Context: an optimization exercise on an open-source flow, tuned for small area, a short achievable clock period and few clock cycles per item. The choices shown serve that exercise and are no tape-out recipe. At most, simulation tests tie the RTL to the original design; equivalence was not proved.

Setup of rev 12:
// sr_gen
module sr_gen (
    input  wire        clk,
    input  wire        rst,
    input  wire        in_valid,
    output wire        in_ready,
    input  wire        in_load,
    input  wire [63:0] in_j,
    input  wire [63:0] in_s,
    input  wire [31:0] in_t,
    input  wire [47:0] in_x,
    output wire        out_valid,
    input  wire        out_ready,
    output wire [23:0] out_u
);
    localparam [63:0] KEY_SALT = 64'h6A3D_2F59_C1B8_7E05;
    localparam integer D = 7;     
    localparam [2:0] ST_IDLE = 3'd0;    
    localparam [2:0] ST_K1   = 3'd1;    
    localparam [2:0] ST_I2   = 3'd2;    
    localparam [2:0] ST_K2   = 3'd3;    
    localparam [2:0] ST_I3   = 3'd4;    
    localparam [2:0] ST_K3   = 3'd5;    
    reg  [2:0]  st;
    reg  [63:0] key;
    reg  [31:0] t_hold;
    reg         rdy, rdy_o;             
    reg         v1, v2, v3, v4;         
    reg         k1, k2, k3, k4;         
    reg  [63:0] a1, na1;
    reg  [63:0] a2, na2;
    wire ta_s1, ta_c1;
    sr_fa ta_fata_s1 (.a(na1[4]), .b(a1[2]), .c(a1[0]), .s(ta_s1), .co(ta_c1));
    wire ta_s2, ta_c2;
    sr_fa ta_fata_s2 (.a(na1[5]), .b(a1[3]), .c(a1[1]), .s(ta_s2), .co(ta_c2));
    wire ta_s3, ta_c3;
    sr_fa ta_fata_s3 (.a(na1[6]), .b(a1[4]), .c(a1[2]), .s(ta_s3), .co(ta_c3));
    wire ta_s4, ta_c4;
    sr_fa ta_fata_s4 (.a(na1[7]), .b(a1[5]), .c(a1[3]), .s(ta_s4), .co(ta_c4));
    wire ta_s5, ta_c5;
    sr_fa ta_fata_s5 (.a(na1[0]), .b(ta_c3), .c(ta_s4), .s(ta_s5), .co(ta_c5));
    wire ta_s6, ta_c6;
    sr_fa ta_fata_s6 (.a(na1[8]), .b(a1[6]), .c(a1[4]), .s(ta_s6), .co(ta_c6));
  ...
Size in the first run: about 4500 cells after synthesis, roughly 240 I/O pins, about 0.059 mm2 of cells after synthesis.
export LEC_CHECK = 0
export CAP_MARGIN = 50
export CORE_MARGIN = 2
export CORE_UTILIZATION = 50
export PLACE_DENSITY = 0.65
export SETUP_SLACK_MARGIN = 0.4
export SLEW_MARGIN = 80
export SYNTH_HIERARCHICAL = 1
create_clock -name core_clock -period 12.0 [get_ports {clk}]
standard.sh (not shown) runs the stock make flow with config.mk's settings and CLKGATE_MAP_FILE= SYNTH_SCRIPT=/design/flow/synth_recipe.tcl, a recipe that flattens the netlist after the stock synthesis.
==> flow/flow/run.sh <==
#!/bin/bash
# Layout: the standard flow (standard.sh) with the standard synthesis
# unchanged. After synthesis two things differ from the standard run:
#  - the port buffers are buf_2 cells instead of the delay cell that
#    buffer_ports picks by default (every port still gets its buffer);
#  - the delay cells (clkdlybuf4s*, dlygate*, dlymetal*) are added to the
#    platform's don't-use list, so the repair of slew, capacitance and long
#    wires uses plain buffers.
# Each tool's output goes to a log file of its own in this folder.
set -euo pipefail
bash standard.sh synth > synth.log 2>&1
FULL=$(make -s -C "$FLOW_HOME" DESIGN_CONFIG="$PWD/config.mk" WORK_HOME="$PWD/orfs" \
       print-DONT_USE_CELLS 2> print_dont_use.log | sed -n 's/^DONT_USE_CELLS: //p')
DU="$FULL"
for c in clkdlybuf4s15_1 clkdlybuf4s15_2 clkdlybuf4s18_1 clkdlybuf4s18_2 \
         clkdlybuf4s25_1 clkdlybuf4s25_2 clkdlybuf4s50_1 clkdlybuf4s50_2 \
         dlygate4sd1_1 dlygate4sd2_1 dlygate4sd3_1 \
         dlymetal6s2s_1 dlymetal6s4s_1 dlymetal6s6s_1; do
  DU="$DU sky130_fd_sc_hd__$c"
done
echo "DONT_USE_CELLS=$DU" > dont_use.txt
bash standard.sh "DONT_USE_CELLS=$DU" \
  "BUFFER_PORTS_ARGS=-buffer_cell sky130_fd_sc_hd__buf_2" finish > layout.log 2>&1
What rev 13 does differently from rev 12 at the input level:
--- a/flow/design.v
+++ b/flow/design.v
@@ -10,13 +10,13 @@
     input  wire [47:0] in_x,
     output wire        out_valid,
     input  wire        out_ready,
     output wire [23:0] out_u
 );
     localparam [63:0] KEY_SALT = 64'h6A3D_2F59_C1B8_7E05;
-    localparam integer D = 7;     
+    localparam integer D = 6;     
     localparam [2:0] ST_IDLE = 3'd0;    
     localparam [2:0] ST_K1   = 3'd1;    
     localparam [2:0] ST_I2   = 3'd2;    
     localparam [2:0] ST_K2   = 3'd3;    
     localparam [2:0] ST_I3   = 3'd4;    
     localparam [2:0] ST_K3   = 3'd5;    
@@ -2616,23 +2616,20 @@
     assign out_valid = ov;
     assign out_u     = ou;
     wire take   = in_valid && rdy;
     wire tload  = take && in_load;
     wire telem  = take && !in_load;
     wire pop    = ov && out_ready;
-    reg         rv;                     
-    reg  [23:0] res;
-    wire push   = rv;
+    wire push   = v4 && !k4;
     wire hfree  = !ov || pop;           
     wire fempty = !fcnt[0];
     wire fpush  = push && !(hfree && fempty);
     wire fpop   = hfree && !fempty;
     wire kr     = v4 && k4;             
     wire issue  = (st == ST_I2) || (st == ST_I3);
-    wire [63:0] key_e = key ^ (key >> 32);   
-    wire [63:0] z_a = in_load && !issue ? KEY_SALT : key_e;
+    wire [63:0] z_a = in_load && !issue ? KEY_SALT : key;
     wire [63:0] z_b = issue ? 64'd0 : (in_load ? in_j : {16'd0, in_x});
     wire [63:0] z   = z_a ^ z_b;
     wire [63:0] a1_d = z ^ (z >> 31);
     reg  [2:0] st_n;
     always @(*) begin
         st_n = st;
@@ -2661,30 +2658,28 @@
             v4    <= 1'b0;
             wp    <= 3'd0;
             rp    <= 3'd0;
             fcnt  <= {(D-1){1'b0}};
             cnt   <= {D{1'b0}};
             ov    <= 1'b0;
-            rv    <= 1'b0;
         end else begin
             st    <= st_n;
             rdy   <= rdy_n;
             rdy_o <= rdy_n;
             if (tload)
-                key <= in_s ^ (in_s >> 32);
+                key <= in_s;
             else if (kr)
-                key <= m2 ^ ((st == ST_K1) ? key : (st == ST_K2) ? {32'd0, t_hold} : 64'd0);
+                key <= r ^ ((st == ST_K1) ? key : (st == ST_K2) ? {32'd0, t_hold} : 64'd0);
             v1 <= take || issue;
             k1 <= tload || issue;
             v2 <= v1;
             k2 <= k1;
             v3 <= v2;
             k3 <= k2;
             v4 <= v3;
             k4 <= k3;
-            rv <= v4 && !k4;
             if (hfree)
                 ov <= push || !fempty;
             if (fpush)
                 wp <= (wp == D - 2) ? 3'd0 : wp + 3'd1;
             if (fpop)
                 rp <= (rp == D - 2) ? 3'd0 : rp + 3'd1;
@@ -2701,17 +2696,16 @@
         a1  <= a1_d;
         na1 <= ~a1_d;
         cs1 <= cs1_d;
         a2  <= a2_d;
         na2 <= ~a2_d;
         cs2 <= cs2_d;
-        res <= m2[63:40];
         if (push)                       
-            fifo[wp] <= res;
+            fifo[wp] <= r[63:40];
         if (hfree)
-            ou <= fempty ? res : fifo[rp];
+            ou <= fempty ? r[63:40] : fifo[rp];
     end
 endmodule
 module sr_fa (
     input  wire a,
     input  wire b,
     input  wire c,
--- outcome ---
From rev 12 to rev 13 the numbers moved as follows: synthesized cell count saw a decrease, via count of the first global-routing pass saw a decrease, final worst slack saw a decrease.
Core utilization of rev 13 is on par with rev 12.
Rev 12 was larger in final cell area than rev 13.
Sequential cell area delta for rev 13 relative to rev 12: about 6.4% lower
| tightest hold margin | rev 13 vs rev 12 | ≈ equal |
In rev 13, the actual transition at the worst max-transition pin came out 0.017 ns above the value in rev 12.
Looking at capturing element of the worst setup path, the ou[20] result is from rev 13; the a2[25] one comes from rev 12.
In rev 13, the global-route usage came out 1.3 points above the value in rev 12.
Function was not checked in any run of this note: the RTL went through the layout flow alone.


Setup of pine:
Another version of the RTL of sr_gen (not shown whole).
For scale: about 4300 cells after synthesis, ~760 flip-flops, about 240 I/O pins, about 57000 µm² of cells after synthesis.
==> flow/config.mk <==
export PLATFORM = sky130hd
export DESIGN_NAME = sr_gen
export DESIGN_NICKNAME = sr_gen
export VERILOG_FILES = /design/flow/design.v
export SDC_FILE = /design/flow/constraint.sdc
export NUM_CORES = 4
export LEC_CHECK = 0
export CAP_MARGIN = 50
export CORE_MARGIN = 2
export CORE_UTILIZATION = 50
export PLACE_DENSITY = 0.65
export SETUP_SLACK_MARGIN = 0.4
export SLEW_MARGIN = 80
export SYNTH_HIERARCHICAL = 1
==> flow/constraint.sdc <==
create_clock -name core_clock -period 12.0 [get_ports {clk}]
set_input_delay 2.4000 -clock core_clock [delete_from_list [all_inputs] [get_ports {clk}]]
set_output_delay 2.4000 -clock core_clock [all_outputs]
set_load 0.01 [all_outputs]
Scripts as last shown in full above: flow/flow/run.sh
Testbench counts of pine, summed over its fixed seeds: cycles 26,224, items 23,844.
[inputs] oak vs pine
--- a/flow/design.v
+++ b/flow/design.v
@@ -11,19 +11,17 @@
     output wire        out_valid,
     input  wire        out_ready,
     output wire [23:0] out_u
 );
     localparam [63:0] KEY_SALT = 64'h6A3D_2F59_C1B8_7E05;
     localparam integer D = 6;     
-    localparam [2:0] ST_IDLE = 3'd0;    
-    localparam [2:0] ST_K1   = 3'd1;    
-    localparam [2:0] ST_I2   = 3'd2;    
-    localparam [2:0] ST_K2   = 3'd3;    
-    localparam [2:0] ST_I3   = 3'd4;    
-    localparam [2:0] ST_K3   = 3'd5;    
-    reg  [2:0]  st;
+    localparam [1:0] ST_IDLE = 2'd0;    
+    localparam [1:0] ST_K1   = 2'd1;    
+    localparam [1:0] ST_K2   = 2'd2;    
+    localparam [1:0] ST_K3   = 2'd3;    
+    reg  [1:0]  st;
     reg  [63:0] key;
     reg  [31:0] t_hold;
     reg         rdy, rdy_o;             
     reg         v1, v2, v3, v4;         
     reg         k1, k2, k3, k4;         
     reg  [63:0] a1, na1;
@@ -2622,28 +2620,26 @@
     wire push   = v4 && !k4;
     wire hfree  = !ov || pop;           
     wire fempty = !fcnt[0];
     wire fpush  = push && !(hfree && fempty);
     wire fpop   = hfree && !fempty;
     wire kr     = v4 && k4;             
-    wire issue  = (st == ST_I2) || (st == ST_I3);
-    wire [63:0] z_a = in_load && !issue ? KEY_SALT : key;
-    wire [63:0] z_b = issue ? 64'd0 : (in_load ? in_j : {16'd0, in_x});
-    wire [63:0] z   = z_a ^ z_b;
+    wire fwd    = kr && (st != ST_K3);  
+    wire [63:0] z_a = in_load ? KEY_SALT : key;
+    wire [63:0] z_b = in_load ? in_j : {16'd0, in_x};
+    wire [63:0] z_w = (st == ST_K1) ? key : {32'd0, t_hold};
+    wire [63:0] z   = fwd ? r ^ z_w : z_a ^ z_b;
     wire [63:0] a1_d = z ^ (z >> 31);
-    reg  [2:0] st_n;
+    reg  [1:0] st_n;
     always @(*) begin
         st_n = st;
         case (st)
             ST_IDLE: if (tload) st_n = ST_K1;
-            ST_K1:   if (kr) st_n = ST_I2;
-            ST_I2:   st_n = ST_K2;
-            ST_K2:   if (kr) st_n = ST_I3;
-            ST_I3:   st_n = ST_K3;
-            ST_K3:   if (kr) st_n = ST_IDLE;
-            default: st_n = ST_IDLE;
+            ST_K1:   if (kr) st_n = ST_K2;
+            ST_K2:   if (kr) st_n = ST_K3;
+            default: if (kr) st_n = ST_IDLE;
         endcase
     end
     wire [D-1:0] cnt_n = (telem && !pop) ? {cnt[D-2:0], 1'b1} :
                          (pop && !telem) ? {1'b0, cnt[D-1:1]} : cnt;
     wire rdy_n = !cnt_n[D-1] && (st_n == ST_IDLE);
     always @(posedge clk) begin
@@ -2664,16 +2660,16 @@
         end else begin
             st    <= st_n;
             rdy   <= rdy_n;
             rdy_o <= rdy_n;
             if (tload)
                 key <= in_s;
-            else if (kr)
-                key <= r ^ ((st == ST_K1) ? key : (st == ST_K2) ? {32'd0, t_hold} : 64'd0);
-            v1 <= take || issue;
-            k1 <= tload || issue;
+            else if (kr && st == ST_K3)
+                key <= r;
+            v1 <= take || fwd;
+            k1 <= tload || fwd;
             v2 <= v1;
             k2 <= k1;
             v3 <= v2;
             k3 <= k2;
             v4 <= v3;
             k4 <= k3;
@@ -2696,13 +2692,13 @@
         a1  <= a1_d;
         na1 <= ~a1_d;
         cs1 <= cs1_d;
         a2  <= a2_d;
         na2 <= ~a2_d;
         cs2 <= cs2_d;
-        if (fpush)
+        if (push)                       
             fifo[wp] <= r[63:40];
         if (hfree)
             ou <= fempty ? r[63:40] : fifo[rp];
     end
 endmodule
 module sr_fa (
[summary]
- Lower share of final layout cell area taken by clock buffers and inverters goes to oak over pine.
- Lower final cell count among oak and pine: pine
- oak: starting utilization of the core area 0.31 points above pine
- pine -> oak: number of setup buffers added after CTS flat
- Compared with pine, in oak post-route worst setup slack went down 0.45 ns, number of instances in the synthesized netlist +22.
The RTL of oak was laid out without a check of its function.

separate check: timing with driven ports:
In the flow no input, the clock included, has a driving cell. The finished layouts below were timed again as built, in two steps. Step 1: set_driving_cell puts a clkbuf_16 on clk and a buf_2 on each other input, an assumption about the parent block. Step 2 moves the port delays by t, midway between the first and last clock arrival at a register: inputs arrive t later, outputs are due t later. That takes back most of the time a late clock gives input paths. Slacks: ideal ports / drivers / drivers and shift; pairs: ideal ports / drivers.
run | shift t [ns] | setup WS [ns] | slew at the worst register clock pin (ns)
rev 12 | 0.759 | 7.626 / 7.626 / 7.626 | 0.07 / 0.07
rev 13 | 0.754 | 7.571 / 7.571 / 7.571 | 0.07 / 0.07
pine | 0.744 | 7.693 / 7.693 / 7.260 | 0.07 / 0.07
oak | 0.732 | 7.247 / 7.247 / 7.247 | 0.07 / 0.07
After both steps setup and hold are still met in every run listed. The setup slack of pine, which loses most, moves by 0.000 ns with the drivers and by -0.433 ns with both steps.
